From an optimization exercise on the open Yosys and OpenROAD flow, aimed at small area and few clock cycles per item; shortcuts taken in it are not production practice.
No functional check of the RTL was part of any run shown here.
Power and IR drop assume default switching activity.

==> flow/flow/abc.script <==
&get -n
&st
&dch -f
&nf -R 1000
&put
==> flow/config.mk <==
export PLATFORM = sky130hd
export DESIGN_NAME = rs_c3_enc
export DESIGN_NICKNAME = rs_c3_enc
export VERILOG_FILES = /design/flow/design.v
export SDC_FILE = /design/flow/constraint.sdc
export NUM_CORES = 4
export LEC_CHECK = 0
export CAP_MARGIN = 20
export CORE_MARGIN = 2
export CORE_UTILIZATION = 60
export PLACE_DENSITY = 0.75
export SETUP_SLACK_MARGIN = 0.1
export SLEW_MARGIN = 20
==> flow/design.v <==
module rs_c3_enc (
    input  wire        clk,
    input  wire        rst,
    input  wire        in_valid,
    output wire        in_ready,
    input  wire [15:0] in_data,
    output wire        out_valid,
    input  wire        out_ready,
    output wire [15:0] out_data,
    output wire        out_last
);
    localparam integer NPAR = 16;
    reg [15:0] q [1:NPAR-1];
    reg [15:0] fbd;
    reg [7:0]  cnt;
    reg        flushing;    
    wire       emitting = &cnt[7:4];
    wire [15:0] qn [1:NPAR-1];
    wire [15:0] top;
    wire x0 = fbd[8] ^ fbd[15];
    wire x1 = fbd[9] ^ fbd[14];
    wire x2 = fbd[0] ^ fbd[5];
    wire x3 = fbd[3] ^ fbd[13];
    wire x4 = fbd[2] ^ fbd[12];
    wire x5 = fbd[10] ^ x0;
    wire x6 = fbd[10] ^ fbd[14];
    wire x7 = fbd[7] ^ fbd[13];
    wire x8 = fbd[1] ^ fbd[6];
    wire x9 = fbd[11] ^ fbd[14];
    wire x10 = fbd[12] ^ x1;
    wire x11 = fbd[11] ^ x3;
    wire x12 = fbd[4] ^ fbd[13];
    wire x13 = fbd[1] ^ x5;
    wire x14 = fbd[1] ^ fbd[9];
    wire x15 = fbd[6] ^ fbd[15];
    wire x16 = fbd[5] ^ fbd[15];
    wire x17 = fbd[0] ^ fbd[7];
    wire x18 = fbd[0] ^ fbd[4];
    wire x19 = fbd[8] ^ x3;
    wire x20 = x6 ^ x12;
    wire x21 = fbd[2] ^ x2;
    wire x22 = fbd[3] ^ x0;
    wire x23 = fbd[0] ^ x1;
    wire x24 = x2 ^ x8;
    wire x25 = fbd[12] ^ x15;
    wire x26 = fbd[8] ^ x7;
    wire x27 = x9 ^ x16;
    wire x28 = x4 ^ x6;
    wire x29 = x4 ^ x17;
    wire x30 = x0 ^ x2;
    wire x31 = fbd[2] ^ x9;
    wire x32 = x8 ^ x18;
    wire x33 = x4 ^ x12;
    wire x34 = x5 ^ x29;
    wire x35 = x10 ^ x22;
    wire x36 = x1 ^ x19;
    wire x37 = x7 ^ x21;
    wire x38 = x11 ^ x33;
    wire x39 = x11 ^ x14;
    wire x40 = fbd[15] ^ x20;
    wire x41 = fbd[4] ^ x28;
    wire x42 = x10 ^ x32;
    wire x43 = x11 ^ x30;
    wire x44 = x13 ^ x37;
    wire x45 = x24 ^ x36;
    wire x46 = x8 ^ x39;
    wire x47 = x32 ^ x37;
    wire x48 = x28 ^ x47;
    wire x49 = x26 ^ x31;
    wire x50 = x39 ^ x42;
    wire x51 = x19 ^ x29;
    wire x52 = x11 ^ x25;
    wire x53 = x1 ^ x43;
    wire x54 = x21 ^ x25;
    wire x55 = x27 ^ x40;
    wire x56 = x54 ^ x55;
    wire x57 = fbd[9] ^ x56;
    wire x58 = x41 ^ x44;
    wire x59 = x41 ^ x47;
    wire x60 = fbd[9] ^ x45;
    wire x61 = x8 ^ x17;
    wire x62 = x42 ^ x52;
    wire x63 = fbd[12] ^ x44;
    wire x64 = fbd[9] ^ x59;
    wire x65 = x10 ^ x20;
    wire x66 = x1 ^ x32;
    wire x67 = x23 ^ x50;
    wire x68 = x11 ^ x29;
    wire x69 = x3 ^ x50;
    wire x70 = x38 ^ x46;
    wire x71 = x24 ^ x62;
    wire x72 = fbd[15] ^ x21;
    wire x73 = x47 ^ x56;
    wire x74 = x52 ^ x61;
    wire x75 = x37 ^ x65;
    wire x76 = x22 ^ x63;
    wire x77 = fbd[2] ^ fbd[8];
    wire x78 = x24 ^ x29;
    wire x79 = x16 ^ x26;
    wire x80 = x48 ^ x79;
    wire x81 = x23 ^ x52;
    wire x82 = fbd[4] ^ x78;
    wire x83 = x11 ^ x49;
    wire x84 = x15 ^ x83;
    wire x85 = fbd[1] ^ x34;
    wire x86 = fbd[14] ^ x55;
    wire x87 = fbd[1] ^ x56;
    wire x88 = x16 ^ x58;
    wire x89 = x42 ^ x88;
    wire x90 = fbd[3] ^ fbd[4];
    wire x91 = fbd[3] ^ fbd[6];
    wire x92 = fbd[13] ^ fbd[15];
    wire x93 = x6 ^ x11;
    wire x94 = x78 ^ x81;
    wire x95 = x58 ^ x64;
    wire x96 = fbd[5] ^ fbd[10];
    wire x97 = x12 ^ x14;
    wire x98 = x2 ^ x97;
    wire x99 = x51 ^ x52;
    wire x100 = fbd[11] ^ x77;
    wire x101 = x3 ^ x15;
    wire x102 = x1 ^ x92;
    wire x103 = fbd[12] ^ x8;
    wire x104 = x8 ^ x9;
    wire x105 = x9 ^ x28;
    wire x106 = x67 ^ x105;
    wire x107 = x11 ^ x27;
    wire x108 = fbd[0] ^ x107;
    wire x109 = fbd[2] ^ x8;
    wire x110 = x7 ^ x100;
    wire x111 = x100 ^ x104;
    wire x112 = x96 ^ x111;
    wire x113 = x8 ^ x19;
    wire x114 = x101 ^ x109;
    wire x115 = fbd[1] ^ x11;
    wire x116 = x33 ^ x102;
    wire x117 = fbd[0] ^ x11;
    wire x118 = x14 ^ x28;
    wire x119 = x20 ^ x30;
    wire x120 = x21 ^ x97;
    wire x121 = x36 ^ x79;
    wire x122 = fbd[3] ^ x121;
    wire x123 = x34 ^ x116;
    wire x124 = x69 ^ x123;
    wire x125 = x20 ^ x51;
    wire x126 = x14 ^ x15;
    wire x127 = x14 ^ x38;
    wire x128 = x34 ^ x72;
    wire x129 = x41 ^ x113;
    wire x130 = x94 ^ x98;
    wire x131 = x39 ^ x51;
    wire x132 = x10 ^ x110;
    wire x133 = fbd[4] ^ x39;
    wire x134 = fbd[7] ^ x54;
    wire x135 = x16 ^ x38;
    wire x136 = x38 ^ x49;
    wire x137 = fbd[8] ^ x35;
    wire x138 = x52 ^ x96;
    wire x139 = x23 ^ x39;
    wire x140 = x19 ^ x127;
    wire x141 = x138 ^ x139;
    wire x142 = x33 ^ x62;
    wire x143 = x12 ^ x81;
    wire x144 = x53 ^ x128;
    wire x145 = x47 ^ x131;
    wire x146 = x26 ^ x145;
    wire x147 = fbd[10] ^ x47;
    wire x148 = x85 ^ x96;
    wire x149 = x16 ^ x129;
    wire x150 = x17 ^ x44;
    wire x151 = x44 ^ x117;
    wire x152 = x17 ^ x131;
    wire x153 = x53 ^ x109;
    wire x154 = x46 ^ x79;
    wire x155 = x10 ^ x123;
    wire x156 = fbd[7] ^ x125;
    wire x157 = x81 ^ x145;
    wire x158 = x58 ^ x61;
    wire x159 = x122 ^ x127;
    wire x160 = x93 ^ x94;
    wire x161 = x35 ^ x70;
    wire x162 = x95 ^ x110;
    wire x163 = fbd[2] ^ fbd[5];
    wire x164 = x32 ^ x122;
    wire x165 = fbd[8] ^ fbd[10];
    wire x166 = fbd[5] ^ x12;
    wire x167 = x0 ^ x84;
    wire x169 = fbd[14] ^ x15;
    wire x170 = x8 ^ x92;
    wire x173 = fbd[9] ^ x12;
    wire x174 = x90 ^ x103;
    wire x177 = fbd[10] ^ x30;
    wire x178 = x27 ^ x61;
    wire x180 = x1 ^ x104;
    wire x185 = x52 ^ x178;
    wire x196 = x24 ^ x52;
    wire x202 = x78 ^ x119;
    wire x205 = x5 ^ x54;
    wire x206 = x0 ^ x66;
    wire x212 = x8 ^ x49;
    wire x217 = x43 ^ x61;
    wire x221 = x92 ^ x93;
    wire x226 = fbd[9] ^ x99;
    wire x229 = x74 ^ x83;
    wire x232 = x62 ^ x82;
    wire x237 = x41 ^ x136;
    wire x241 = x31 ^ x75;
    wire x251 = x44 ^ x101;
    wire x256 = x11 ^ x125;
    wire x257 = x108 ^ x196;
    wire x258 = x61 ^ x135;
    wire x273 = x101 ^ x127;
    wire x278 = x23 ^ x196;
    wire x294 = x166 ^ x226;
    wire x309 = x24 ^ x256;
    wire x315 = x63 ^ x133;
    wire x322 = x71 ^ x150;
    wire x328 = fbd[10] ^ x56;
    wire x353 = x46 ^ x64;
    wire x365 = x53 ^ x80;
    wire x367 = x62 ^ x124;
    wire x380 = x19 ^ x64;
    wire x384 = x84 ^ x130;
    wire y0 = x80 ^ q[1][0];
    wire y1 = x83 ^ q[1][1];
    wire y2 = x53 ^ y1;
    wire y3 = fbd[15] ^ q[1][2];
    wire y4 = x90 ^ y3;
    wire y5 = x141 ^ q[1][3];
    wire y6 = x256 ^ q[1][4];
    wire y7 = x278 ^ q[1][5];
    wire y8 = x35 ^ q[1][6];
    wire y9 = x106 ^ y8;
    wire y10 = x117 ^ q[1][7];
    wire y11 = x122 ^ y10;
    wire y12 = x75 ^ q[1][8];
    wire y13 = x62 ^ y12;
    wire y14 = x151 ^ q[1][9];
    wire y15 = x48 ^ y14;
    wire y16 = x131 ^ q[1][10];
    wire y17 = x155 ^ y16;
    wire y18 = x114 ^ q[1][11];
    wire y19 = x83 ^ y18;
    wire y20 = x39 ^ q[1][12];
    wire y21 = x128 ^ y20;
    wire y22 = x46 ^ q[1][13];
    wire y23 = x156 ^ y22;
    wire y24 = x36 ^ q[1][14];
    wire y25 = x73 ^ y24;
    wire y26 = x1 ^ q[1][15];
    wire y27 = x87 ^ y26;
    wire y28 = x119 ^ q[2][0];
    wire y29 = x117 ^ y28;
    wire y30 = x92 ^ q[2][1];
    wire y31 = x145 ^ y30;
    wire y32 = x140 ^ q[2][2];
    wire y33 = x84 ^ y32;
    wire y34 = x68 ^ q[2][3];
    wire y35 = x51 ^ q[2][4];
    wire y36 = x151 ^ y35;
    wire y37 = x15 ^ q[2][5];
    wire y38 = x229 ^ y37;
    wire y39 = x134 ^ q[2][6];
    wire y40 = x45 ^ y39;
    wire y41 = x169 ^ q[2][7];
    wire y42 = x106 ^ y41;
    wire y43 = x135 ^ q[2][8];
    wire y44 = x131 ^ y43;
    wire y45 = x116 ^ q[2][9];
    wire y46 = x141 ^ y45;
    wire y47 = fbd[11] ^ q[2][10];
    wire y48 = fbd[2] ^ y47;
    wire y49 = x95 ^ y48;
    wire y50 = x258 ^ q[2][11];
    wire y51 = x251 ^ y50;
    wire y52 = fbd[4] ^ q[2][12];
    wire y53 = x74 ^ y52;
    wire y54 = x10 ^ q[2][13];
    wire y55 = x120 ^ y54;
    wire y56 = x109 ^ q[2][14];
    wire y57 = x107 ^ y56;
    wire y58 = x18 ^ q[2][15];
    wire y59 = x84 ^ y58;
    wire y60 = x142 ^ q[3][0];
    wire y61 = x88 ^ y60;
    wire y62 = x83 ^ q[3][1];
    wire y63 = x75 ^ y62;
    wire y64 = x251 ^ q[3][2];
    wire y65 = x170 ^ q[3][3];
    wire y66 = fbd[1] ^ q[3][4];
    wire y67 = x62 ^ y66;
    wire y68 = fbd[10] ^ q[3][5];
    wire y69 = x7 ^ y68;
    wire y70 = x58 ^ y69;
    wire y71 = x63 ^ q[3][6];
    wire y72 = x124 ^ y71;
    wire y73 = x32 ^ q[3][7];
    wire y74 = x125 ^ y73;
    wire y75 = x169 ^ q[3][8];
    wire y76 = x55 ^ y75;
    wire y77 = x74 ^ q[3][9];
    wire y78 = x60 ^ y77;
    wire y79 = x241 ^ q[3][10];
    wire y80 = x7 ^ q[3][11];
    wire y81 = x88 ^ y80;
    wire y82 = x105 ^ q[3][12];
    wire y83 = x42 ^ y82;
    wire y84 = fbd[12] ^ q[3][13];
    wire y85 = x151 ^ y84;
    wire y86 = x77 ^ q[3][14];
    wire y87 = x67 ^ y86;
    wire y88 = x117 ^ q[3][15];
    wire y89 = x241 ^ y88;
    wire y90 = x120 ^ q[4][0];
    wire y91 = fbd[3] ^ q[4][1];
    wire y92 = x112 ^ y91;
    wire y93 = x217 ^ q[4][2];
    wire y94 = fbd[10] ^ q[4][3];
    wire y95 = x59 ^ y94;
    wire y96 = x164 ^ q[4][4];
    wire y97 = x136 ^ q[4][5];
    wire y98 = x149 ^ y97;
    wire y99 = x22 ^ q[4][6];
    wire y100 = x99 ^ y99;
    wire y101 = x107 ^ q[4][7];
    wire y102 = x58 ^ y101;
    wire y103 = x72 ^ q[4][8];
    wire y104 = x71 ^ y103;
    wire y105 = x101 ^ q[4][9];
    wire y106 = x48 ^ y105;
    wire y107 = fbd[7] ^ q[4][10];
    wire y108 = x121 ^ y107;
    wire y109 = x29 ^ q[4][11];
    wire y110 = x144 ^ y109;
    wire y111 = x34 ^ q[4][12];
    wire y112 = x89 ^ y111;
    wire y113 = x133 ^ q[4][13];
    wire y114 = x123 ^ y113;
    wire y115 = x90 ^ q[4][14];
    wire y116 = x142 ^ y115;
    wire y117 = x84 ^ q[4][15];
    wire y118 = x59 ^ y117;
    wire y119 = fbd[2] ^ q[5][0];
    wire y120 = x112 ^ y119;
    wire y121 = x226 ^ q[5][1];
    wire y122 = x25 ^ q[5][2];
    wire y123 = x121 ^ y122;
    wire y124 = x205 ^ q[5][3];
    wire y125 = x202 ^ y124;
    wire y126 = x77 ^ q[5][4];
    wire y127 = x13 ^ y126;
    wire y128 = x70 ^ q[5][5];
    wire y129 = x67 ^ y128;
    wire y130 = x100 ^ q[5][6];
    wire y131 = x38 ^ y130;
    wire y132 = x2 ^ q[5][7];
    wire y133 = x173 ^ y132;
    wire y134 = fbd[2] ^ q[5][8];
    wire y135 = x159 ^ y134;
    wire y136 = x12 ^ q[5][9];
    wire y137 = x54 ^ y136;
    wire y138 = x36 ^ q[5][10];
    wire y139 = x143 ^ y138;
    wire y140 = x25 ^ q[5][11];
    wire y141 = x67 ^ y140;
    wire y142 = x21 ^ q[5][12];
    wire y143 = x151 ^ y142;
    wire y144 = x18 ^ q[5][13];
    wire y145 = x152 ^ y144;
    wire y146 = x127 ^ q[5][14];
    wire y147 = x55 ^ y146;
    wire y148 = x137 ^ q[5][15];
    wire y149 = x57 ^ y148;
    wire y150 = x37 ^ q[6][0];
    wire y151 = x64 ^ y150;
    wire y152 = x78 ^ q[6][1];
    wire y153 = x138 ^ y152;
    wire y154 = x221 ^ q[6][2];
    wire y155 = x206 ^ y154;
    wire y156 = x80 ^ q[6][3];
    wire y157 = x73 ^ y156;
    wire y158 = x107 ^ q[6][4];
    wire y159 = x237 ^ y158;
    wire y160 = x170 ^ q[6][5];
    wire y161 = x39 ^ y160;
    wire y162 = x155 ^ q[6][6];
    wire y163 = x62 ^ q[6][7];
    wire y164 = x157 ^ y163;
    wire y165 = x163 ^ q[6][8];
    wire y166 = x154 ^ y165;
    wire y167 = x45 ^ q[6][9];
    wire y168 = x48 ^ y167;
    wire y169 = x22 ^ q[6][10];
    wire y170 = x147 ^ y169;
    wire y171 = fbd[3] ^ q[6][11];
    wire y172 = x157 ^ y171;
    wire y173 = x117 ^ q[6][12];
    wire y174 = x37 ^ y173;
    wire y175 = x108 ^ q[6][13];
    wire y176 = x158 ^ y175;
    wire y177 = fbd[7] ^ q[6][14];
    wire y178 = x98 ^ y177;
    wire y179 = x112 ^ q[6][15];
    wire y180 = x152 ^ q[7][0];
    wire y181 = x151 ^ y180;
    wire y182 = x165 ^ q[7][1];
    wire y183 = x97 ^ y182;
    wire y184 = x180 ^ y183;
    wire y185 = x221 ^ q[7][2];
    wire y186 = x140 ^ q[7][3];
    wire y187 = x76 ^ y186;
    wire y188 = x166 ^ q[7][4];
    wire y189 = x217 ^ y188;
    wire y190 = fbd[10] ^ q[7][5];
    wire y191 = x75 ^ y190;
    wire y192 = x96 ^ q[7][6];
    wire y193 = x113 ^ y192;
    wire y194 = x97 ^ q[7][7];
    wire y195 = x212 ^ y194;
    wire y196 = x26 ^ q[7][8];
    wire y197 = x69 ^ y196;
    wire y198 = x48 ^ q[7][9];
    wire y199 = x95 ^ y198;
    wire y200 = x87 ^ q[7][10];
    wire y201 = x89 ^ y200;
    wire y202 = x36 ^ q[7][11];
    wire y203 = x147 ^ y202;
    wire y204 = x105 ^ q[7][12];
    wire y205 = x53 ^ y204;
    wire y206 = x139 ^ q[7][13];
    wire y207 = x95 ^ y206;
    wire y208 = x62 ^ q[7][14];
    wire y209 = x76 ^ y208;
    wire y210 = x138 ^ q[7][15];
    wire y211 = x34 ^ q[8][0];
    wire y212 = x108 ^ y211;
    wire y213 = x115 ^ q[8][1];
    wire y214 = x206 ^ y213;
    wire y215 = x31 ^ q[8][2];
    wire y216 = x62 ^ y215;
    wire y217 = x205 ^ q[8][3];
    wire y218 = x147 ^ y217;
    wire y219 = x118 ^ q[8][4];
    wire y220 = x83 ^ y219;
    wire y221 = x49 ^ q[8][5];
    wire y222 = x123 ^ y221;
    wire y223 = x49 ^ q[8][6];
    wire y224 = x76 ^ y223;
    wire y225 = x273 ^ q[8][7];
    wire y226 = x166 ^ q[8][8];
    wire y227 = x51 ^ y226;
    wire y228 = x91 ^ q[8][9];
    wire y229 = x98 ^ y228;
    wire y230 = x85 ^ q[8][10];
    wire y231 = x84 ^ y230;
    wire y232 = x196 ^ q[8][11];
    wire y233 = fbd[7] ^ q[8][12];
    wire y234 = x60 ^ y233;
    wire y235 = x163 ^ q[8][13];
    wire y236 = x164 ^ y235;
    wire y237 = x19 ^ q[8][14];
    wire y238 = x44 ^ y237;
    wire y239 = x103 ^ q[8][15];
    wire y240 = x38 ^ y239;
    wire y241 = x19 ^ q[9][0];
    wire y242 = x278 ^ y241;
    wire y243 = x33 ^ q[9][1];
    wire y244 = x95 ^ y243;
    wire y245 = x115 ^ q[9][2];
    wire y246 = x73 ^ y245;
    wire y247 = x1 ^ q[9][3];
    wire y248 = x158 ^ y247;
    wire y249 = x129 ^ q[9][4];
    wire y250 = x130 ^ y249;
    wire y251 = x132 ^ q[9][5];
    wire y252 = x118 ^ q[9][6];
    wire y253 = x114 ^ y252;
    wire y254 = x30 ^ q[9][7];
    wire y255 = x86 ^ y254;
    wire y256 = x108 ^ q[9][8];
    wire y257 = x57 ^ y256;
    wire y258 = x65 ^ q[9][9];
    wire y259 = x154 ^ y258;
    wire y260 = x237 ^ q[9][10];
    wire y261 = x205 ^ q[9][11];
    wire y262 = x40 ^ q[9][12];
    wire y263 = x148 ^ y262;
    wire y264 = x153 ^ q[9][13];
    wire y265 = x126 ^ q[9][14];
    wire y266 = x125 ^ y265;
    wire y267 = x173 ^ q[9][15];
    wire y268 = x151 ^ y267;
    wire y269 = x65 ^ q[10][0];
    wire y270 = x45 ^ y269;
    wire y271 = x98 ^ q[10][1];
    wire y272 = x99 ^ y271;
    wire y273 = x98 ^ q[10][2];
    wire y274 = x37 ^ y273;
    wire y275 = x126 ^ q[10][3];
    wire y276 = x116 ^ y275;
    wire y277 = x202 ^ q[10][4];
    wire y278 = x94 ^ q[10][5];
    wire y279 = x92 ^ q[10][6];
    wire y280 = x129 ^ y279;
    wire y281 = x134 ^ q[10][7];
    wire y282 = x67 ^ y281;
    wire y283 = x152 ^ q[10][8];
    wire y284 = x159 ^ y283;
    wire y285 = x93 ^ q[10][9];
    wire y286 = x71 ^ y285;
    wire y287 = x40 ^ q[10][10];
    wire y288 = x46 ^ y287;
    wire y289 = x161 ^ q[10][11];
    wire y290 = x57 ^ y289;
    wire y291 = x31 ^ q[10][12];
    wire y292 = x76 ^ y291;
    wire y293 = x23 ^ q[10][13];
    wire y294 = x273 ^ y293;
    wire y295 = x131 ^ q[10][14];
    wire y296 = x53 ^ y295;
    wire y297 = x161 ^ q[10][15];
    wire y298 = x113 ^ q[11][0];
    wire y299 = x95 ^ y298;
    wire y300 = x52 ^ q[11][1];
    wire y301 = x149 ^ y300;
    wire y302 = x16 ^ q[11][2];
    wire y303 = x87 ^ y302;
    wire y304 = x156 ^ q[11][3];
    wire y305 = x154 ^ y304;
    wire y306 = x146 ^ q[11][4];
    wire y307 = x23 ^ q[11][5];
    wire y308 = x64 ^ y307;
    wire y309 = x212 ^ q[11][6];
    wire y310 = x102 ^ q[11][7];
    wire y311 = x51 ^ y310;
    wire y312 = x85 ^ q[11][8];
    wire y313 = x69 ^ y312;
    wire y314 = x132 ^ q[11][9];
    wire y315 = x108 ^ y314;
    wire y316 = x98 ^ q[11][10];
    wire y317 = x159 ^ y316;
    wire y318 = fbd[6] ^ q[11][11];
    wire y319 = x68 ^ y318;
    wire y320 = x21 ^ q[11][12];
    wire y321 = x138 ^ y320;
    wire y322 = x45 ^ q[11][13];
    wire y323 = x146 ^ y322;
    wire y324 = x38 ^ q[11][14];
    wire y325 = x53 ^ y324;
    wire y326 = x5 ^ q[11][15];
    wire y327 = x45 ^ y326;
    wire y328 = fbd[10] ^ q[12][0];
    wire y329 = x29 ^ y328;
    wire y330 = fbd[8] ^ q[12][1];
    wire y331 = x115 ^ y330;
    wire y332 = x123 ^ q[12][2];
    wire y333 = x30 ^ q[12][3];
    wire y334 = x131 ^ y333;
    wire y335 = x91 ^ q[12][4];
    wire y336 = x26 ^ y335;
    wire y337 = x61 ^ q[12][5];
    wire y338 = x66 ^ y337;
    wire y339 = x177 ^ q[12][6];
    wire y340 = x180 ^ q[12][7];
    wire y341 = x97 ^ q[12][8];
    wire y342 = x68 ^ y341;
    wire y343 = x48 ^ q[12][9];
    wire y344 = x167 ^ y343;
    wire y345 = x165 ^ q[12][10];
    wire y346 = x64 ^ y345;
    wire y347 = x13 ^ q[12][11];
    wire y348 = x50 ^ y347;
    wire y349 = x9 ^ q[12][12];
    wire y350 = x43 ^ y349;
    wire y351 = x206 ^ q[12][13];
    wire y352 = x160 ^ q[12][14];
    wire y353 = x154 ^ q[12][15];
    wire y354 = x160 ^ y353;
    wire y355 = x166 ^ q[13][0];
    wire y356 = x167 ^ y355;
    wire y357 = x129 ^ q[13][1];
    wire y358 = x63 ^ y357;
    wire y359 = x101 ^ q[13][2];
    wire y360 = x111 ^ y359;
    wire y361 = x117 ^ q[13][3];
    wire y362 = x154 ^ y361;
    wire y363 = x24 ^ q[13][4];
    wire y364 = x106 ^ y363;
    wire y365 = x68 ^ q[13][5];
    wire y366 = x48 ^ y365;
    wire y367 = x258 ^ q[13][6];
    wire y368 = x3 ^ q[13][7];
    wire y369 = x82 ^ y368;
    wire y370 = x10 ^ q[13][8];
    wire y371 = x114 ^ y370;
    wire y372 = x34 ^ q[13][9];
    wire y373 = x136 ^ y372;
    wire y374 = x163 ^ q[13][10];
    wire y375 = x91 ^ y374;
    wire y376 = x67 ^ y375;
    wire y377 = x44 ^ q[13][11];
    wire y378 = x89 ^ y377;
    wire y379 = x119 ^ q[13][12];
    wire y380 = x146 ^ y379;
    wire y381 = fbd[3] ^ q[13][13];
    wire y382 = x144 ^ y381;
    wire y383 = x49 ^ q[13][14];
    wire y384 = x85 ^ y383;
    wire y385 = x229 ^ q[13][15];
    wire y386 = x12 ^ q[14][0];
    wire y387 = x150 ^ y386;
    wire y388 = x55 ^ q[14][1];
    wire y389 = x106 ^ y388;
    wire y390 = x22 ^ q[14][2];
    wire y391 = x78 ^ y390;
    wire y392 = x137 ^ q[14][3];
    wire y393 = x59 ^ y392;
    wire y394 = x178 ^ q[14][4];
    wire y395 = x16 ^ q[14][5];
    wire y396 = x78 ^ y395;
    wire y397 = fbd[12] ^ q[14][6];
    wire y398 = x51 ^ y397;
    wire y399 = x91 ^ q[14][7];
    wire y400 = x66 ^ y399;
    wire y401 = x148 ^ q[14][8];
    wire y402 = x27 ^ q[14][9];
    wire y403 = x153 ^ y402;
    wire y404 = x107 ^ q[14][10];
    wire y405 = x65 ^ y404;
    wire y406 = x78 ^ q[14][11];
    wire y407 = x55 ^ y406;
    wire y408 = x93 ^ q[14][12];
    wire y409 = x13 ^ y408;
    wire y410 = x116 ^ q[14][13];
    wire y411 = x19 ^ q[14][14];
    wire y412 = x177 ^ y411;
    wire y413 = x9 ^ q[14][15];
    wire y414 = x32 ^ y413;
    wire y415 = x23 ^ q[15][0];
    wire y416 = x13 ^ q[15][1];
    wire y417 = x31 ^ q[15][2];
    wire y418 = x35 ^ q[15][3];
    wire y419 = x40 ^ q[15][4];
    wire y420 = x27 ^ q[15][5];
    wire y421 = x25 ^ q[15][6];
    wire y422 = x26 ^ q[15][7];
    wire y423 = x42 ^ q[15][8];
    wire y424 = x44 ^ q[15][9];
    wire y425 = x38 ^ q[15][10];
    wire y426 = x45 ^ q[15][11];
    wire y427 = x34 ^ q[15][12];
    wire y428 = x39 ^ q[15][13];
    wire y429 = x41 ^ q[15][14];
    wire y430 = x43 ^ q[15][15];
    assign qn[1][0] = x232;
    assign qn[1][1] = x367;
    assign qn[1][2] = x174;
    assign qn[1][3] = x143;
    assign qn[1][4] = x322;
    assign qn[1][5] = x315;
    assign qn[1][6] = x365;
    assign qn[1][7] = x309;
    assign qn[1][8] = x328;
    assign qn[1][9] = x185;
    assign qn[1][10] = x257;
    assign qn[1][11] = x384;
    assign qn[1][12] = x294;
    assign qn[1][13] = x380;
    assign qn[1][14] = x162;
    assign qn[1][15] = x353;
    assign qn[2][0] = y0;
    assign qn[2][1] = y2;
    assign qn[2][2] = y4;
    assign qn[2][3] = y5;
    assign qn[2][4] = y6;
    assign qn[2][5] = y7;
    assign qn[2][6] = y9;
    assign qn[2][7] = y11;
    assign qn[2][8] = y13;
    assign qn[2][9] = y15;
    assign qn[2][10] = y17;
    assign qn[2][11] = y19;
    assign qn[2][12] = y21;
    assign qn[2][13] = y23;
    assign qn[2][14] = y25;
    assign qn[2][15] = y27;
    assign qn[3][0] = y29;
    assign qn[3][1] = y31;
    assign qn[3][2] = y33;
    assign qn[3][3] = y34;
    assign qn[3][4] = y36;
    assign qn[3][5] = y38;
    assign qn[3][6] = y40;
    assign qn[3][7] = y42;
    assign qn[3][8] = y44;
    assign qn[3][9] = y46;
    assign qn[3][10] = y49;
    assign qn[3][11] = y51;
    assign qn[3][12] = y53;
    assign qn[3][13] = y55;
    assign qn[3][14] = y57;
    assign qn[3][15] = y59;
    assign qn[4][0] = y61;
    assign qn[4][1] = y63;
    assign qn[4][2] = y64;
    assign qn[4][3] = y65;
    assign qn[4][4] = y67;
    assign qn[4][5] = y70;
    assign qn[4][6] = y72;
    assign qn[4][7] = y74;
    assign qn[4][8] = y76;
    assign qn[4][9] = y78;
    assign qn[4][10] = y79;
    assign qn[4][11] = y81;
    assign qn[4][12] = y83;
    assign qn[4][13] = y85;
    assign qn[4][14] = y87;
    assign qn[4][15] = y89;
    assign qn[5][0] = y90;
    assign qn[5][1] = y92;
    assign qn[5][2] = y93;
    assign qn[5][3] = y95;
    assign qn[5][4] = y96;
    assign qn[5][5] = y98;
    assign qn[5][6] = y100;
    assign qn[5][7] = y102;
    assign qn[5][8] = y104;
    assign qn[5][9] = y106;
    assign qn[5][10] = y108;
    assign qn[5][11] = y110;
    assign qn[5][12] = y112;
    assign qn[5][13] = y114;
    assign qn[5][14] = y116;
    assign qn[5][15] = y118;
    assign qn[6][0] = y120;
    assign qn[6][1] = y121;
    assign qn[6][2] = y123;
    assign qn[6][3] = y125;
    assign qn[6][4] = y127;
    assign qn[6][5] = y129;
    assign qn[6][6] = y131;
    assign qn[6][7] = y133;
    assign qn[6][8] = y135;
    assign qn[6][9] = y137;
    assign qn[6][10] = y139;
    assign qn[6][11] = y141;
    assign qn[6][12] = y143;
    assign qn[6][13] = y145;
    assign qn[6][14] = y147;
    assign qn[6][15] = y149;
    assign qn[7][0] = y151;
    assign qn[7][1] = y153;
    assign qn[7][2] = y155;
    assign qn[7][3] = y157;
    assign qn[7][4] = y159;
    assign qn[7][5] = y161;
    assign qn[7][6] = y162;
    assign qn[7][7] = y164;
    assign qn[7][8] = y166;
    assign qn[7][9] = y168;
    assign qn[7][10] = y170;
    assign qn[7][11] = y172;
    assign qn[7][12] = y174;
    assign qn[7][13] = y176;
    assign qn[7][14] = y178;
    assign qn[7][15] = y179;
    assign qn[8][0] = y181;
    assign qn[8][1] = y184;
    assign qn[8][2] = y185;
    assign qn[8][3] = y187;
    assign qn[8][4] = y189;
    assign qn[8][5] = y191;
    assign qn[8][6] = y193;
    assign qn[8][7] = y195;
    assign qn[8][8] = y197;
    assign qn[8][9] = y199;
    assign qn[8][10] = y201;
    assign qn[8][11] = y203;
    assign qn[8][12] = y205;
    assign qn[8][13] = y207;
    assign qn[8][14] = y209;
    assign qn[8][15] = y210;
    assign qn[9][0] = y212;
    assign qn[9][1] = y214;
    assign qn[9][2] = y216;
    assign qn[9][3] = y218;
    assign qn[9][4] = y220;
    assign qn[9][5] = y222;
    assign qn[9][6] = y224;
    assign qn[9][7] = y225;
    assign qn[9][8] = y227;
    assign qn[9][9] = y229;
    assign qn[9][10] = y231;
    assign qn[9][11] = y232;
    assign qn[9][12] = y234;
    assign qn[9][13] = y236;
    assign qn[9][14] = y238;
    assign qn[9][15] = y240;
    assign qn[10][0] = y242;
    assign qn[10][1] = y244;
    assign qn[10][2] = y246;
    assign qn[10][3] = y248;
    assign qn[10][4] = y250;
    assign qn[10][5] = y251;
    assign qn[10][6] = y253;
    assign qn[10][7] = y255;
    assign qn[10][8] = y257;
    assign qn[10][9] = y259;
    assign qn[10][10] = y260;
    assign qn[10][11] = y261;
    assign qn[10][12] = y263;
    assign qn[10][13] = y264;
    assign qn[10][14] = y266;
    assign qn[10][15] = y268;
    assign qn[11][0] = y270;
    assign qn[11][1] = y272;
    assign qn[11][2] = y274;
    assign qn[11][3] = y276;
    assign qn[11][4] = y277;
    assign qn[11][5] = y278;
    assign qn[11][6] = y280;
    assign qn[11][7] = y282;
    assign qn[11][8] = y284;
    assign qn[11][9] = y286;
    assign qn[11][10] = y288;
    assign qn[11][11] = y290;
    assign qn[11][12] = y292;
    assign qn[11][13] = y294;
    assign qn[11][14] = y296;
    assign qn[11][15] = y297;
    assign qn[12][0] = y299;
    assign qn[12][1] = y301;
    assign qn[12][2] = y303;
    assign qn[12][3] = y305;
    assign qn[12][4] = y306;
    assign qn[12][5] = y308;
    assign qn[12][6] = y309;
    assign qn[12][7] = y311;
    assign qn[12][8] = y313;
    assign qn[12][9] = y315;
    assign qn[12][10] = y317;
    assign qn[12][11] = y319;
    assign qn[12][12] = y321;
    assign qn[12][13] = y323;
    assign qn[12][14] = y325;
    assign qn[12][15] = y327;
    assign qn[13][0] = y329;
    assign qn[13][1] = y331;
    assign qn[13][2] = y332;
    assign qn[13][3] = y334;
    assign qn[13][4] = y336;
    assign qn[13][5] = y338;
    assign qn[13][6] = y339;
    assign qn[13][7] = y340;
    assign qn[13][8] = y342;
    assign qn[13][9] = y344;
    assign qn[13][10] = y346;
    assign qn[13][11] = y348;
    assign qn[13][12] = y350;
    assign qn[13][13] = y351;
    assign qn[13][14] = y352;
    assign qn[13][15] = y354;
    assign qn[14][0] = y356;
    assign qn[14][1] = y358;
    assign qn[14][2] = y360;
    assign qn[14][3] = y362;
    assign qn[14][4] = y364;
    assign qn[14][5] = y366;
    assign qn[14][6] = y367;
    assign qn[14][7] = y369;
    assign qn[14][8] = y371;
    assign qn[14][9] = y373;
    assign qn[14][10] = y376;
    assign qn[14][11] = y378;
    assign qn[14][12] = y380;
    assign qn[14][13] = y382;
    assign qn[14][14] = y384;
    assign qn[14][15] = y385;
    assign qn[15][0] = y387;
    assign qn[15][1] = y389;
    assign qn[15][2] = y391;
    assign qn[15][3] = y393;
    assign qn[15][4] = y394;
    assign qn[15][5] = y396;
    assign qn[15][6] = y398;
    assign qn[15][7] = y400;
    assign qn[15][8] = y401;
    assign qn[15][9] = y403;
    assign qn[15][10] = y405;
    assign qn[15][11] = y407;
    assign qn[15][12] = y409;
    assign qn[15][13] = y410;
    assign qn[15][14] = y412;
    assign qn[15][15] = y414;
    assign top[0] = y415;
    assign top[1] = y416;
    assign top[2] = y417;
    assign top[3] = y418;
    assign top[4] = y419;
    assign top[5] = y420;
    assign top[6] = y421;
    assign top[7] = y422;
    assign top[8] = y423;
    assign top[9] = y424;
    assign top[10] = y425;
    assign top[11] = y426;
    assign top[12] = y427;
    assign top[13] = y428;
    assign top[14] = y429;
    assign top[15] = y430;
    wire        take  = in_valid && !emitting;
    wire        shift = emitting && (out_ready || flushing);
    wire        en    = take || shift;
    wire [15:0] fb    = (in_data ^ top) & {16{!emitting}};
    integer k;
    always @(posedge clk) begin
        if (en) begin
            fbd  <= fb;
            for (k = 1; k < NPAR; k = k + 1) q[k] <= qn[k];
        end
    end
    always @(posedge clk) begin
        if (rst) begin
            cnt      <= 8'd240;
            flushing <= 1'b1;
        end else if (en) begin
            cnt <= cnt + 8'd1;
            if (&cnt) flushing <= 1'b0;
        end
    end
    assign in_ready  = !emitting;
    assign out_valid = emitting && !flushing;
    assign out_data  = top;
    assign out_last  = &cnt;
endmodule
==> flow/flow/run.sh <==
#!/bin/bash
# The standard layout (standard.sh) with two changes:
#  - ABC maps the logic with an area-oriented structural mapping (&nf) (flow/abc.script), so
#    the XOR network written in the RTL is kept as it is;
#  - extra ORFS make variables from flow/extra.sh (placement/CTS options).
# Each tool's output goes to the ORFS logs under orfs/logs; make's own output
# goes to make.log.
set -euo pipefail
HERE=$(pwd)
cat > my_synth.tcl <<EOF
proc abc {args} {
  set i [lsearch -exact \$args -script]
  if {\$i >= 0} { set args [lreplace \$args [expr {\$i+1}] [expr {\$i+1}] $HERE/flow/abc.script] }
  yosys abc {*}\$args
}
source $HERE/synth_recipe.tcl
EOF
{
  cat flow/extra.sh
  sed -e "s#SYNTH_SCRIPT=[^ ]*#SYNTH_SCRIPT=$HERE/my_synth.tcl#" \
      -e 's#"\${@:-finish}"#"${EXTRA[@]}" "${@:-finish}"#' standard.sh
} > my_standard.sh
bash my_standard.sh > make.log 2>&1
==> flow/constraint.sdc <==
create_clock -name core_clock -period 4.0 [get_ports {clk}]
set_input_delay 0.8000 -clock core_clock [delete_from_list [all_inputs] [get_ports {clk}]]
set_output_delay 0.8000 -clock core_clock [all_outputs]
set_load 0.01 [all_outputs]
==> flow/standard.sh <==
#!/bin/bash
# synth_recipe.tcl (not shown) runs the flow's synth.tcl, then flattens the netlist and writes it again
# the make line also repeats each setting of config.mk as NAME=value (left out here)
make -C /OpenROAD-flow-scripts/flow DESIGN_CONFIG=/design/flow/config.mk WORK_HOME=/design/flow/orfs CLKGATE_MAP_FILE= SYNTH_SCRIPT=/design/flow/synth_recipe.tcl "${@:-finish}"
==> flow/flow/extra.sh <==
EXTRA=("BUFFER_PORTS_ARGS=-buffer_cell sky130_fd_sc_hd__buf_1" "CTS_ARGS=-sink_clustering_enable -repair_clock_nets -dont_use_dummy_load -sink_clustering_size 24 -sink_clustering_max_diameter 120")
==> results of run 1 <==
## power breakdown
part,switching (mW),internal [mW],total (mW),leakage (nW)
combinational,0.139,0.146,0.285,2.81
clock,0.875,0.675,1.55,0.185
sequential,0.0691,3.16,3.23,3.22
total,1.08,3.98,5.06,6.22
## worst register-to-register path: stages (launching register included)
cell      delay [ns]
edfxtp_1        0.50
xor2_1          0.24
xnor2_2         0.44
xor2_1          0.62
xnor2_1         0.31
xnor2_1         0.95
xor2_1          0.31
xnor2_1         0.23
## flip-flops by register name, summed over array words and instances (netlist names)
name and cells:
q 240, flushing 1, fbd 16, cnt 8
## cells by family after synthesis
| group | after synthesis | share of synthesized area (%) |
|---|---|---|
| muxes | 1 | 0.0719 |
| buffers and inverters | 19 | 0.944 |
| adders and majority gates | 1 | 0.0899 |
| DFF | 265 | 56.5 |
| AOI/OAI and AO/OA | 45 | 1.64 |
| and+or+nand+nor | 15 | 0.567 |
| xor gates and xnor gates | 638 | 40.2 |
## worst max-delay path by stage
stage,startpoint,to,slack [ns],cells after the start
2_1_floorplan,cnt[5]$_SDFFE_PP1N_,cnt[7]$_SDFFE_PP1N_,-2.43,8
3_3_place_gp,fbd[0]$_DFFE_PN_,q[12][0]$_DFFE_PN_,0.34,8
3_5_place_dp,fbd[0]$_DFFE_PN_,q[10][1]$_DFFE_PN_,0.37,8
4_1_cts,fbd[0]$_DFFE_PN_,out_data[11],0.15,6
5_1_grt,fbd[13]$_DFFE_PN_,q[4][6]$_DFFE_PN_,0.16,7
6_report,fbd[13]$_DFFE_PN_,q[4][6]$_DFFE_PN_,0.13,7
## cell type report
class | count | area, µm²
clock buffer | 15 | 375
sequential | 265 | 7870
multi-input combinational | 700 | 6000
fill | 1680 | 7150
tap | 285 | 357
timing repair buffer | 138 | 943
inverter | 3 | 11.3
## cells in the final DEF (no fill, tap or decap), types with 2 or more instances in the layout
| master | count |
|---|---|
| xor2_1 | 198 |
| dfxtp_1 | 6 |
| xor2_2 | 6 |
| xnor2_1 | 431 |
| nor3_1 | 2 |
| buf_12 | 4 |
| buf_1 | 38 |
| nor2_1 | 4 |
| o21ai_0 | 20 |
| xnor2_2 | 3 |
| dfxtp_2 | 3 |
| nand3_1 | 3 |
| edfxtp_1 | 256 |
| a21oi_1 | 22 |
| buf_4 | 96 |
| clkinv_1 | 3 |
| clkbuf_16 | 15 |
## metrics by stage
| stage | TNS [ns] | worst slack (ns) |
|---|---|---|
| 4_1_cts | 0 | 0.152 |
| 3_3_place_gp | 0 | 0.342 |
| 3_5_place_dp | 0 | 0.366 |
| 5_1_grt | 0 | 0.157 |
| 2_1_floorplan | -475.81 | -2.43 |
| 6_report | 0 | 0.129 |
## per-layer routing
layer / wire length [µm] / track usage (%) / vias to the layer above / part of all wire [%]
met5: 13 / 0 / - / 0.032
li1: - / - / 3548 / -
met1: 16400 / 47.6 / 3946 / 41
met2: 18500 / 53.2 / 448 / 46
met3: 3900 / 6.40 / 68 / 9.7
met4: 1570 / 11.1 / 2 / 3.9
## repair_timing
item	CTS	global route
resized for setup	0	3
hold buffers	0	0
setup endpoints to repair	0	3
==> summary.txt, run 1 <==
Place
  – Dpl cell area: 0.0152 mm²
  – Placed insts: 1391
  – Buffers on Ports: 38
  – HPWL Detailed: 30.3 mm
  – Gpl congestion: 1.02

Worst setup path
  – Reg2reg end: q[4][6]$_DFFE_PN_
  – Worst path slowest cell: xnor2_1
  – CP Data Required Time: 4.24 ns
  – Critical path class: flop to flop
  – Worst Path Arrival: 4.11 ns
  – Reg2Reg Depth: 7
  – Worst R2R Setup Slack: 0.13 ns
  – FF-to-FF Start: fbd[13]$_DFFE_PN_
  – Startpoint class of the critical path: flop
  – CP top delay family: XOR/XNOR gates
  – Worst-path cell chain: xor2_1, xnor2_2, xor2_1, xnor2_1, xnor2_1, xor2_1, xnor2_1
  – WP buf/inv: 0
  – Setup crit end kind: flop
  – Slowest stage delay, CP: 0.95 ns
  – Maximum fanout along the worst path: 6

Timing
  – RSZ-0062 raised after global routing: no
  – FMAX: 258 MHz
  – Max-Slew Margin vs Limit: 23.5%
  – Final Setup Violations: 0
  – Final slew viol count: 0
  – Skew final: 0.0766 ns
  – Tmin final: 3.87 ns
  – Hold Vio Cnt, Final: 0
  – Tcrit/Tclk final: 96.8%
  – WHS: 0.461 ns
  – Worst slew pin tran: 1.14 ns

Clock network
  – Clock latency (worst-skew pair): 0.51 ns
  – Reg clk slew, reported paths: 0.10 ns
  – # Post-CTS Setup Buffers: 0
  – CTS tree: done
  – Root Buffer: clkbuf_16
  – Clock Path Buffers: 3
  – Sink Count: 265
  – CTS buffer count: 15
  – Maximum level of the CTS H-tree: 1

Cells and area
  – Final instance area: 0.0156 mm²
  – Area Growth Syn to Fin: 11.8%
  – Post-layout util: 68.5%
  – Fraction of layout cells with a size suffix above 1: 11.6%
  – Final layout net count: 1144
  – Ant. Diodes: 0
  – Final std cells w/o fill: 1406

Logic synthesis
  – Post-synthesis sequential area ratio: 56.5%
  – Main area contributors after synthesis: edfxtp_1 55%, xnor2_1 27%, xor2_1 13%
  – Warnings from Yosys: 2
  – Asr flop ratio synth: 0%
  – Top cell type's share of synthesized area: 55.2%
  – Most common cell in the netlist: xnor2_1
  – Post-synth top area cell: edfxtp_1
  – Post-Syn Instances: 984
  – Syn Area/Cell: 14.1 µm²
  – Post-synth EDFFs: 256
  – Mapped cell area: 0.0139 mm²
  – Post-synth top flop: edfxtp_1
  – Most frequent cells after synthesis: 434 x xnor2_1, 256 x edfxtp_1, 204 x xor2_1
  – Synth cell types: 19
  – Yosys reg bits: 265
  – Syn_nets: 1005

Drt
  – DR vias: 8012
  – DRT iter0 DRCs: 1014
  – DR pass1 iterations: 5
  – Final wirelength: 40.3 mm
  – DRC violations left: 0
  – Post-DRT Antenna Nets: 0
  – DR vias/cell: 5.70
  – Routed wire per std cell: 28.7 µm

Global route
  – Global-route wire length before repair: 56.2 mm
  – Initial antenna violation count: 1
  – Overall routing resource usage: 33.7%
  – Number of global-route vias before repair: 7781
  – Pin count of the biggest net entering global routing: 98
  – GRT overflow: 0

Die
  – Placeable Area: 0.0227 mm²
  – Starting density of the core: 61.3%
  – Die height: 156 µm
  – Die area: 0.0244 mm²
  – Die Span X: 156 µm
  – Row cnt: 55
  – # IOs: 39

Power
  – VDD IR max: 0.000345 V
  – Static leakage: 6.22 nW
  – Pwr Total: 5.06 mW
  – PwrDens: 325 mW/mm²

Outcome
  – Status: finished clean

Min path
  – Hold crit path type: flop to flop
  – WHS Path Cells: 1
  – Hold path startpoint: cnt[6]$_SDFFE_PP1N_
  – WHS Endpoint: cnt[6]$_SDFFE_PP1N_

Run
  – Max-cap violations: 0
==> inputs of run 2 (changes only) <==
--- a/flow/config.mk
+++ b/flow/config.mk
@@ -11,3 +11,2 @@
 export PLACE_DENSITY = 0.75
-export SETUP_SLACK_MARGIN = 0.1
 export SLEW_MARGIN = 20
==> summary.txt, run 2 <==
Logic synthesis
  – Yosys reg bits: 265 (unchanged)
  – Post-synth top area cell: edfxtp_1
  – Post-Syn Instances: 984 (unchanged)
  – Most frequent cells after synthesis: 434 x xnor2_1, 256 x edfxtp_1, 204 x xor2_1
  – Mapped cell area: 0.0139 mm² (unchanged)
  – Most common cell in the netlist: xnor2_1
  – Post-synth top flop: edfxtp_1
  – Asr flop ratio synth: 0% (unchanged)
  – Synth cell types: 19 (unchanged)
  – Warnings from Yosys: 2 (unchanged)
  – Main area contributors after synthesis: edfxtp_1 55%, xnor2_1 27%, xor2_1 13%
  – Post-synthesis sequential area ratio: 56.5% (unchanged)
  – Syn_nets: 1005 (unchanged)
  – Syn Area/Cell: 14.1 µm² (unchanged)
  – Top cell type's share of synthesized area: 55.2% (unchanged)
  – Post-synth EDFFs: 256 (unchanged)

Clock network
  – Clock Path Buffers: 3 (unchanged)
  – Reg clk slew, reported paths: 0.09 ns (about the same)
  – Root Buffer: clkbuf_16
  – CTS tree: done
  – CTS buffer count: 15 (unchanged)
  – Maximum level of the CTS H-tree: 1 (unchanged)
  – Clock latency (worst-skew pair): 0.52 ns (about the same)
  – Sink Count: 265 (unchanged)
  – Hold Buf Count CTS: 0 (unchanged)

Global route
  – Global-route wire length before repair: 57.4 mm (+2.2%)
  – Number of global-route vias before repair: 7946 (+2.1%)
  – GRT overflow: 0 (unchanged)
  – Initial antenna violation count: 0 (-1)
  – Overall routing resource usage: 34.4% (+0.65 points)
  – Pin count of the biggest net entering global routing: 153 (+56%)

Cells and area
  – Reg with most FFs: q
  – Most common cell after layout, fill and taps aside: xnor2_1
  – Fillers: 1698 (+1.1%)
  – Post-layout util: 68.6% (about the same)
  – Max FFs per register: 240 (unchanged)
  – Largest regs: q x240, fbd x16, cnt x8
  – Final instance area: 0.0156 mm² (about the same)
  – Area Growth Syn to Fin: 11.9% (about the same)
  – Final std cells w/o fill: 1408 (+0.14%)
  – Fraction of layout cells with a size suffix above 1: 11.7% (+0.079 points)
  – Most frequent cells in the layout: 430 x xnor2_1, 256 x edfxtp_1, 199 x xor2_1
  – Final layout net count: 1145 (+0.087%)

Power
  – Pwr Total: 5.07 mW (about the same)
  – Sequential group share of total power: 63.8% (about the same)
  – Gate power share: 5.6% (about the same)
  – PwrDens: 325 mW/mm² (about the same)
  – Sw Pwr: 1.09 mW (+0.20%)
  – Clock power share: 30.6% (about the same)
  – Pint: 3.98 mW (about the same)
  – Static leakage: 6.22 nW (about the same)
  – Sw Share: 21.4% (+0.031 points)
  – VDD IR max: 0.000347 V (+0.59%)

Die
  – Row cnt: 55 (unchanged)
  – Die Span X: 156 µm (unchanged)
  – Die height: 156 µm (unchanged)
  – # IOs: 39 (unchanged)
  – Die area: 0.0244 mm² (unchanged)
  – Starting density of the core: 61.3% (unchanged)
  – Placeable Area: 0.0227 mm² (unchanged)

Timing
  – Tcrit/Tclk final: 98.7% (+1.9 points)
  – Max-Slew Margin vs Limit: 32.9% (+9.4 points)
  – RSZ-0062 raised after global routing: yes
  – Hold Vio Cnt, Final: 0 (unchanged)
  – Final slew viol count: 0 (unchanged)
  – Tmin final: 3.95 ns (+0.0768 ns)
  – Post-route setup slack: 0.0527 ns (-0.0768 ns)
  – WHS: 0.476 ns (+0.0152 ns)
  – Worst slew pin tran: 0.999 ns (-0.140 ns)
  – Final Setup Violations: 0 (unchanged)
  – TNS Setup: 0 ns (unchanged)
  – Skew final: 0.0582 ns (-0.0184 ns)
  – FMAX: 253 MHz (-1.9%)

Drt
  – DR pass1 iterations: 5 (unchanged)
  – DR vias/cell: 5.76 (+1.2%)
  – DRT iter0 DRCs: 1033 (+1.9%)
  – DRC violations left: 0 (unchanged)
  – Final wirelength: 40.8 mm (+1.1%)
  – Post-DRT Antenna Nets: 0 (unchanged)
  – Routed wire per std cell: 29.0 µm (+0.95%)
  – DR vias: 8117 (+1.3%)

Worst setup path
  – Reg2Reg Depth: 9 (+2)
  – CP Data Required Time: 3.20 ns (-1.04 ns)
  – Startpoint class of the critical path: flop
  – Worst Path Arrival: 3.15 ns (-0.96 ns)
  – Critical path class: flop to primary output
  – Maximum fanout along the worst path: 7 (+1)
  – Setup crit end kind: primary output

Place
  – Placed insts: 1392 (+0.072%)
  – Gpl congestion: 1.00 (-1.8%)
  – Dpl cell area: 0.0152 mm² (about the same)
  – Buffers on Ports: 38 (unchanged)
  – HPWL Detailed: 30.4 mm (+0.28%)
  – Pre-CTS setup slack: 0.220 ns (-0.145 ns)

Min path
  – WHS Path Cells: 1 (unchanged)
  – Hold crit path type: flop to flop

Outcome
  – Status: finished clean

Run
  – Max-cap violations: 0 (unchanged)
==> run 2: routing by layer <==
metal  wire length (µm)  GRT usage (%)  vias to the layer above  part of all wire, %
met4               1780           13.2                        0                  4.4
met2              18700           54.4                      389                   46
li1                   -              -                     3546                    -
met5                  0              0                        -                    0
met1              17000           49.2                     4105                   42
met3               3340           4.13                       77                  8.2
==> run 2: worst paths after layout <==
| path | start | to | slack (ns) |
|---|---|---|---|
| setup / recovery | fbd[7]$_DFFE_PN_ | out_data[12] | 0.05 |
| hold / removal | cnt[6]$_SDFFE_PP1N_ | cnt[6]$_SDFFE_PP1N_ | 0.48 |
| setup reg to reg | fbd[7]$_DFFE_PN_ | q[8][9]$_DFFE_PN_ | 0.23 |
| hold reg to reg | cnt[6]$_SDFFE_PP1N_ | cnt[6]$_SDFFE_PP1N_ | 0.48 |
==> run 2: worst max-delay path: stages, from the launching register on <==
cell	delay (ns)
edfxtp_1	0.87
xor2_2	0.44
xor2_1	0.27
buf_4	0.23
xor2_1	0.22
buf_4	0.26
xnor2_1	0.18
buf_1	0.18
==> run 2: logic make-up (layout without fill, tap and decap cells) <==
| logic type | after synthesis | count (layout) | synth area share [%] |
|---|---|---|---|
| simple gates | 15 | 15 | 0.567 |
| fa+ha+maj | 1 | 1 | 0.0899 |
| other cells | 0 | 1 | 0 |
| buf+inv | 19 | 157 | 0.944 |
| flops | 265 | 265 | 56.5 |
| mux | 1 | 1 | 0.0719 |
| compound gates | 45 | 45 | 1.64 |
| xor+xnor | 638 | 638 | 40.2 |
==> run 2: power by group through the flow <==
stage | registers [mW] | logic, mW | clock network (mW)
after floorplan | 3.27 | 0.230 | 0
after detailed placement | 3.29 | 0.280 | 0
after global routing | 3.24 | 0.308 | 1.64
after global placement | 3.29 | 0.273 | 0
after CTS | 3.23 | 0.283 | 1.57
final | 3.23 | 0.284 | 1.55
==> run 2: final cells by class <==
class	count	area (µm²)	share of cell area (%)
diodes	1	2.50	0.0161
repair buffers	139	938	6.03
multi-input cells	700	6010	38.6
flip-flops and latches	265	7870	50.6
inverters	3	11.3	0.0723
well taps	285	357	2.29
clock buffers	15	375	2.41
==> run 2: repair_timing <==
| item | in CTS | in global routing |
|---|---|---|
| setup buffers | 0 | 0 |
| hold endpoints to repair | 0 | 0 |
| gates resized for setup | 3 | 0 |
| setup endpoints to repair | 2 | 1 |

[afterwards: timing with drivers on the ports]
How much do the figures lean on ideal ports? The routed layouts below were timed once more, with nothing changed but the port constraints. Step 1 sets driving cells, clkbuf_16 on the clock port and buf_2 on the other inputs (assumed; they add their load-dependent delay and slew). Step 2 adds t to the input delays and takes it off the output delays; t is the mean of the earliest and latest rising clock arrival at the registers after step 1. Input paths then give back, and output paths get back, about the clock's delay inside the block. Three values: ideal ports, drivers, drivers and shift; two values: the first two.
run | t, ns | setup slack, ns | hold WS [ns]
run 1 | 0.516 | 0.129 / 0.129 / 0.129 | 0.461 / 0.461 / 0.461
run 2 | 0.547 | 0.053 / 0.001 / 0.232 | 0.476 / 0.476 / 0.476
After both steps setup and hold are still met in every run listed.
